From an optimization exercise on the open Yosys and OpenROAD flow, aimed at small area, a short achievable clock period and few clock cycles per item; shortcuts taken in it are not production practice.
Only the layout flow was run in this run; the RTL was not checked for function there.

File: design/flow/design.v
module shake256_core (
    input  wire         clk,
    input  wire         rst,         
    input  wire         in_valid,
    output wire         in_ready,
    input  wire [63:0]  in_data,     
    input  wire         in_last,
    input  wire [3:0]   in_nbytes,   
    output wire         done,
    output wire [255:0] digest       
);
    localparam [2:0] S_ABSORB  = 3'd0,   
                     S_PERMUTE = 3'd1,   
                     S_PAD     = 3'd2,   
                     S_DONE    = 3'd3;   
    localparam integer RATE_LANES = 17;   
    reg [2:0]    fsm;
    reg [4:0]    lane;         
    reg [4:0]    round;
    reg          pad_due;      
    reg          final_blk;    
    reg [63:0]   st [0:24];    
    assign in_ready = (fsm == S_ABSORB);
    assign done     = (fsm == S_DONE);
    assign digest   = {st[3], st[2], st[1], st[0]};
    function [63:0] rc;
        input [4:0] r;
        begin
            case (r)
                5'd0:  rc = 64'h0000000000000001;
                5'd1:  rc = 64'h0000000000008082;
                5'd2:  rc = 64'h800000000000808A;
                5'd3:  rc = 64'h8000000080008000;
                5'd4:  rc = 64'h000000000000808B;
                5'd5:  rc = 64'h0000000080000001;
                5'd6:  rc = 64'h8000000080008081;
                5'd7:  rc = 64'h8000000000008009;
                5'd8:  rc = 64'h000000000000008A;
                5'd9:  rc = 64'h0000000000000088;
                5'd10: rc = 64'h0000000080008009;
                5'd11: rc = 64'h000000008000000A;
                5'd12: rc = 64'h000000008000808B;
                5'd13: rc = 64'h800000000000008B;
                5'd14: rc = 64'h8000000000008089;
                5'd15: rc = 64'h8000000000008003;
                5'd16: rc = 64'h8000000000008002;
                5'd17: rc = 64'h8000000000000080;
                5'd18: rc = 64'h000000000000800A;
                5'd19: rc = 64'h800000008000000A;
                5'd20: rc = 64'h8000000080008081;
                5'd21: rc = 64'h8000000000008080;
                5'd22: rc = 64'h0000000080000001;
                default: rc = 64'h8000000080008008;
            endcase
        end
    endfunction
    function integer rho;
        input integer i;
        begin
            case (i)
                0: rho = 0;   1: rho = 1;   2: rho = 62;  3: rho = 28;  4: rho = 27;
                5: rho = 36;  6: rho = 44;  7: rho = 6;   8: rho = 55;  9: rho = 20;
                10: rho = 3;  11: rho = 10; 12: rho = 43; 13: rho = 25; 14: rho = 39;
                15: rho = 41; 16: rho = 45; 17: rho = 15; 18: rho = 21; 19: rho = 8;
                20: rho = 18; 21: rho = 2;  22: rho = 61; 23: rho = 56; default: rho = 14;
            endcase
        end
    endfunction
    reg [63:0] c [0:4];
    reg [63:0] d [0:4];
    reg [63:0] a [0:24];
    reg [63:0] b [0:24];
    reg [63:0] nxt [0:24];
    integer x, y, i;
    always @* begin
        for (x = 0; x < 5; x = x + 1)
            c[x] = st[x] ^ st[x+5] ^ st[x+10] ^ st[x+15] ^ st[x+20];
        for (x = 0; x < 5; x = x + 1)
            d[x] = c[(x+4)%5] ^ {c[(x+1)%5][62:0], c[(x+1)%5][63]};
        for (i = 0; i < 25; i = i + 1)
            a[i] = st[i] ^ d[i%5];
        for (x = 0; x < 5; x = x + 1)
            for (y = 0; y < 5; y = y + 1)
                b[y + 5*((2*x + 3*y) % 5)] = (a[x+5*y] << rho(x+5*y)) |
                                             (a[x+5*y] >> ((64 - rho(x+5*y)) % 64));
        for (x = 0; x < 5; x = x + 1)
            for (y = 0; y < 5; y = y + 1)
                nxt[x+5*y] = b[x+5*y] ^ (~b[(x+1)%5+5*y] & b[(x+2)%5+5*y]);
        nxt[0] = nxt[0] ^ rc(round);
    end
    wire [63:0] keep = (!in_last || in_nbytes >= 4'd8) ? 64'hFFFFFFFFFFFFFFFF
                     : ((64'd1 << {in_nbytes[2:0], 3'b000}) - 64'd1);
    wire [63:0] pad1 = (in_last && in_nbytes < 4'd8)
                     ? (64'h1F << {in_nbytes[2:0], 3'b000}) : 64'd0;
    wire        pad_here = in_last && in_nbytes < 4'd8;
    always @(posedge clk) begin
        if (rst) begin
            fsm       <= S_ABSORB;
            lane      <= 5'd0;
            round     <= 5'd0;
            pad_due   <= 1'b0;
            final_blk <= 1'b0;
            for (i = 0; i < 25; i = i + 1)
                st[i] <= 64'd0;
        end else begin
            case (fsm)
                S_ABSORB: begin
                    if (in_valid) begin
                        for (i = 0; i < RATE_LANES; i = i + 1)
                            if (lane == i)
                                st[i] <= st[i] ^ (in_data & keep) ^ pad1 ^
                                         ((pad_here && i == RATE_LANES-1) ? 64'h8000000000000000 : 64'd0);
                        if (pad_here) begin
                            if (lane != RATE_LANES-1)
                                st[RATE_LANES-1] <= st[RATE_LANES-1] ^ 64'h8000000000000000;
                            fsm       <= S_PERMUTE;
                            final_blk <= 1'b1;
                            lane      <= 5'd0;
                        end else if (in_last) begin
                            if (lane == RATE_LANES-1) begin
                                fsm     <= S_PERMUTE;
                                pad_due <= 1'b1;
                                lane    <= 5'd0;
                            end else begin
                                fsm  <= S_PAD;
                                lane <= lane + 5'd1;
                            end
                        end else if (lane == RATE_LANES-1) begin
                            fsm  <= S_PERMUTE;
                            lane <= 5'd0;
                        end else begin
                            lane <= lane + 5'd1;
                        end
                    end
                end
                S_PAD: begin
                    for (i = 0; i < RATE_LANES; i = i + 1)
                        if (lane == i)
                            st[i] <= st[i] ^ 64'h1F ^
                                     ((i == RATE_LANES-1) ? 64'h8000000000000000 : 64'd0);
                    if (lane != RATE_LANES-1)
                        st[RATE_LANES-1] <= st[RATE_LANES-1] ^ 64'h8000000000000000;
                    fsm       <= S_PERMUTE;
                    final_blk <= 1'b1;
                    lane      <= 5'd0;
                end
                S_PERMUTE: begin
                    for (i = 0; i < 25; i = i + 1)
                        st[i] <= nxt[i];
                    if (round == 5'd23) begin
                        round <= 5'd0;
                        if (final_blk) begin
                            fsm       <= S_DONE;
                            final_blk <= 1'b0;
                        end else if (pad_due) begin
                            fsm     <= S_PAD;
                            pad_due <= 1'b0;
                        end else begin
                            fsm <= S_ABSORB;
                        end
                    end else begin
                        round <= round + 5'd1;
                    end
                end
                default: begin   
                    for (i = 0; i < 25; i = i + 1)
                        st[i] <= 64'd0;
                    fsm <= S_ABSORB;
                end
            endcase
        end
    end
endmodule
File: design/flow/constraint.sdc
create_clock -name core_clock -period 6.5 [get_ports {clk}]
set_input_delay 1.3000 -clock core_clock [delete_from_list [all_inputs] [get_ports {clk}]]
set_output_delay 1.3000 -clock core_clock [all_outputs]
set_load 0.01 [all_outputs]
File: design/flow/run.sh
#!/bin/bash
# synth_recipe.tcl (not shown) runs the flow's synth.tcl, then flattens the netlist and writes it again
# the make line also repeats each setting of config.mk as NAME=value (left out here)
make -C /OpenROAD-flow-scripts/flow DESIGN_CONFIG=/design/flow/config.mk WORK_HOME=/design/flow/orfs CLKGATE_MAP_FILE= SYNTH_SCRIPT=/design/flow/synth_recipe.tcl finish
File: design/flow/config.mk
export PLATFORM = sky130hd
export DESIGN_NAME = shake256_core
export DESIGN_NICKNAME = shake256_core
export VERILOG_FILES = /design/flow/design.v
export SDC_FILE = /design/flow/constraint.sdc
export NUM_CORES = 8
export LEC_CHECK = 0
export CAP_MARGIN = 30
export CORE_MARGIN = 2
export CORE_UTILIZATION = 30
export SLEW_MARGIN = 30
==> results.py <==
metrics = {
    "floorplanning": {
        "dieArea_mm2": 0.4728,
        "fp-row-count": 251,
        "initial_utilization_pct": 30.06,
        "die_h_um": 687.6,
        "core_area_mm2": 0.4664,
        "ioPinCount": 330,
        "die_width_um": 687.6,
    },
    "setup_path": {
        "criticalPathCategory": "primary input to register",
        "required_ns": 7.51,
        "start_kind": "primary input",
        "regToRegSetupSlack_ns": 1.77,
        "cp.arrival_ns": 6.12,
        "endpoint_kind": "register",
        "path_max_fanout": 14,
        "crit_start": "in_nbytes[0]",
        "reg2reg_from": "st[8][39]",
    },
    "synth": {
        "synth_xor_area_share_pct": 46.14,
        "async_flop_share_pct": 0,
        "synth_top_cell_by_area": "dfxtp_1",
        "synth-compound-area-share_pct": 13.57,
        "synth_area_mm2": 0.1402,
        "synthAdderAreaFrac_pct": 0.1250,
        "synthSimpleGateAreaFrac_pct": 14.56,
        "synth_area_leaders": "dfxtp_1 23%, xnor3_1 20%, xnor2_1 13%",
        "synth_top_area_share_pct": 23.15,
        "yosysSeqAreaShare_pct": 23.15,
        "ys_warn_count": 7,
        "synth-edff-count": 0,
        "muxShareOfSynthArea_pct": 0.08747,
        "ys.flop_type": "dfxtp_1",
        "synth_top_family_by_area": "XOR/XNOR gates",
        "ys_types": 77,
        "synth-seq-cells": 1621,
        "synthCells": 14949,
        "synth.avg_cell_area_um2": 9.378,
        "synth_nets": 15035,
    },
    "global_route": {
        "antenna_found_initial": 293,
        "overflow": 0,
        "grt_pass1_vias": 121288,
        "grt_first_pass_wirelength_um": 1711000,
        "grt_usage_pct": 58.94,
        "grt_max_degree": 134,
    },
    "drt": {
        "route.antenna.remaining_nets": 0,
        "wl_um": 1446000,
        "drt_iter0_drc": 29134,
        "vias": 147926,
        "vias_per_cell": 6.629,
        "drc_errors": 0,
        "detail_route.wl_per_cell_um": 64.80,
        "dr.pass1.iters": 7,
    },
    "timing": {
        "hold_viol": 0,
        "maxSlewHeadroom_pct": 12.82,
        "rsz0062_at_grt": "false",
        "post-route-period-util_pct": 78.63,
        "max_freq_mhz": 195.7,
        "drv_slew": 0,
        "min_period_ns": 5.111,
        "setup_tns_ns": 0,
        "tightest_slew_ns": 1.308,
        "fin_skew_ns": 0.08325,
        "setup_viol": 0,
    },
    "flow_run": {
        "max_cap_viol_count": 0,
    },
    "placement": {
        "place_area_mm2": 0.1606,
        "gp_congestion": 1.220,
        "dp.cells": 21537,
        "numPortBuffers": 329,
        "dp_hpwl_um": 1172000,
    },
    "clocking": {
        "cts_sinks": 1621,
        "postCtsSetupBuffers": 0,
        "cts-resized-gates": 0,
        "cts.reportedPaths.clkPinSlew_ns": 0.06,
        "hold_buffers": 0,
        "clock_latency_ns": 1.11,
        "h-tree-depth": 4,
        "cts_tree": "yes",
        "clockRootBuffer": "clkbuf_16",
        "cts-buffers-inserted": 236,
        "cts_buffer_depth": 4,
    },
    "cells_and_area": {
        "syn_to_final_growth_pct": 20.96,
        "final_core_util_pct": 36.36,
        "final_common_cell": "xnor2_1",
        "drive_gt1_share_pct": 13.84,
        "final_area_mm2": 0.1696,
        "fin_cells": 22314,
        "layout.nets": 15674,
        "mostFrequentLayoutCells": "1,861 x xnor2_1, 1,613 x dfxtp_1, 1,296 x a21oi_1",
    },
    "hold_path": {
        "worstHoldStart": "st[1][48]",
        "hold_path.class": "register to register",
    },
    "outcome": {
        "status": "timing/DRC/antenna clean",
    },
}
==> through the flow <==
stage          hold WS, ns  worst slack (ns)
2_1_floorplan       0.4460             2.320
3_3_place_gp        0.4619            0.7301
3_5_place_dp        0.4652            0.8385
4_1_cts             0.4760             1.883
5_1_grt             0.4935             1.676
6_report            0.4787             1.389
==> critical path, cell delays in order <==
cell	delay, ns
clkdlybuf4s50_1	0.69
nor3b_2	0.55
inv_1	0.31
ha_1	0.28
buf_4	0.20
nor3b_1	0.26
buf_4	0.25
a2bb2oi_1	0.92
nand2_1	0.65
nand3b_1	0.28
o21ai_0	0.11
o21ai_0	0.11
and3_1	0.17
==> synth_stat cells, types with 10 or more instances <==
master / instances
dfxtp_1: 1621
a31oi_1: 172
o22a_1: 10
o21ai_1: 67
nand4_1: 14
ha_1: 14
a21oi_1: 1306
xnor2_2: 192
a221o_1: 12
o22ai_1: 132
xnor2_4: 124
or4_1: 13
nand2_1: 1191
nand3_1: 376
xor2_1: 811
o21a_1: 61
xnor3_1: 1214
o221ai_1: 19
a2bb2oi_1: 11
o31ai_1: 52
mux2i_1: 10
xor3_1: 232
buf_1: 112
and3_1: 16
a211oi_1: 32
inv_1: 47
o21ai_0: 1112
a22oi_1: 194
a221oi_1: 92
nor2b_1: 393
o211ai_1: 18
and2_1: 34
clkbuf_1: 713
a21o_1: 30
nand2b_1: 353
or3_1: 135
xnor2_1: 2069
nor2_1: 1173
nor3_1: 656
==> area by class of cell <==
| class | count | area (um2) |
|---|---|---|
| Clock buffer | 362 | 7009 |
| Clock inverter | 59 | 560.5 |
| Fill cell | 47331 | 296800 |
| Sequential cell | 1621 | 32470 |
| Multi-Input combinational cell | 12446 | 109100 |
| Antenna cell | 345 | 863.3 |
| Tap cell | 6198 | 7755 |
| Timing Repair Buffer | 1233 | 11640 |
| Inverter | 50 | 207.7 |
==> cells by family after synthesis <==
group	Yosys count
compound gates	3376
fa+ha+maj	14
buf+inv	882
mux	11
flops	1621
xor+xnor	4645
simple gates	4400
==> sequential cells by signal, indices dropped and copies added, names as in the netlist, named ones only <==
signal	flops
pad_due	1
fsm	2
lane	5
st	1600
round	5
final_blk	1
==> worst paths after layout <==
check                                  end  cells after the start
worst min register to register   st[1][48]                      2
worst max-delay path             st[8][16]                     13
worst max register to register  st[11][46]                      8
worst min-delay path             st[1][48]                      2
==> metal layers <==
metal  vias to the layer above  global-route usage, %  part of all wire (%)
met5                         -                  6.837                  0.32
met4                       122                  60.07                    13
met3                      4190                  39.15                    17
met2                     15261                  73.20                    36
met1                     74946                  63.54                    34
li1                      53407                      -                     -

==> re-timing with driven ports <==
How much do the figures lean on ideal ports? The routed layout below was timed once more, with nothing changed but the port constraints.
Step 1 assumes that a clkbuf_16 drives the clock port and a buf_2 every other input.
Step 2 times the ports against the registers' clock, not the clock port: input delays grow and output delays shrink by t, the midpoint of the rising clock arrivals with the driver on.
Slacks: ideal ports / drivers / drivers and shift; pairs: ideal ports / drivers.
t, ns: 1.204
setup WS [ns]: 1.389 / 1.504 / 0.300
worst setup path at the end: input to register
latest minus earliest clock arrival (ns): 0.084 / 0.084
cell pins on the clock port's net: 1
After both steps this run still meets setup and hold. For this run, drivers alone change the setup slack by +0.115 ns; drivers and shift together by -1.089 ns.
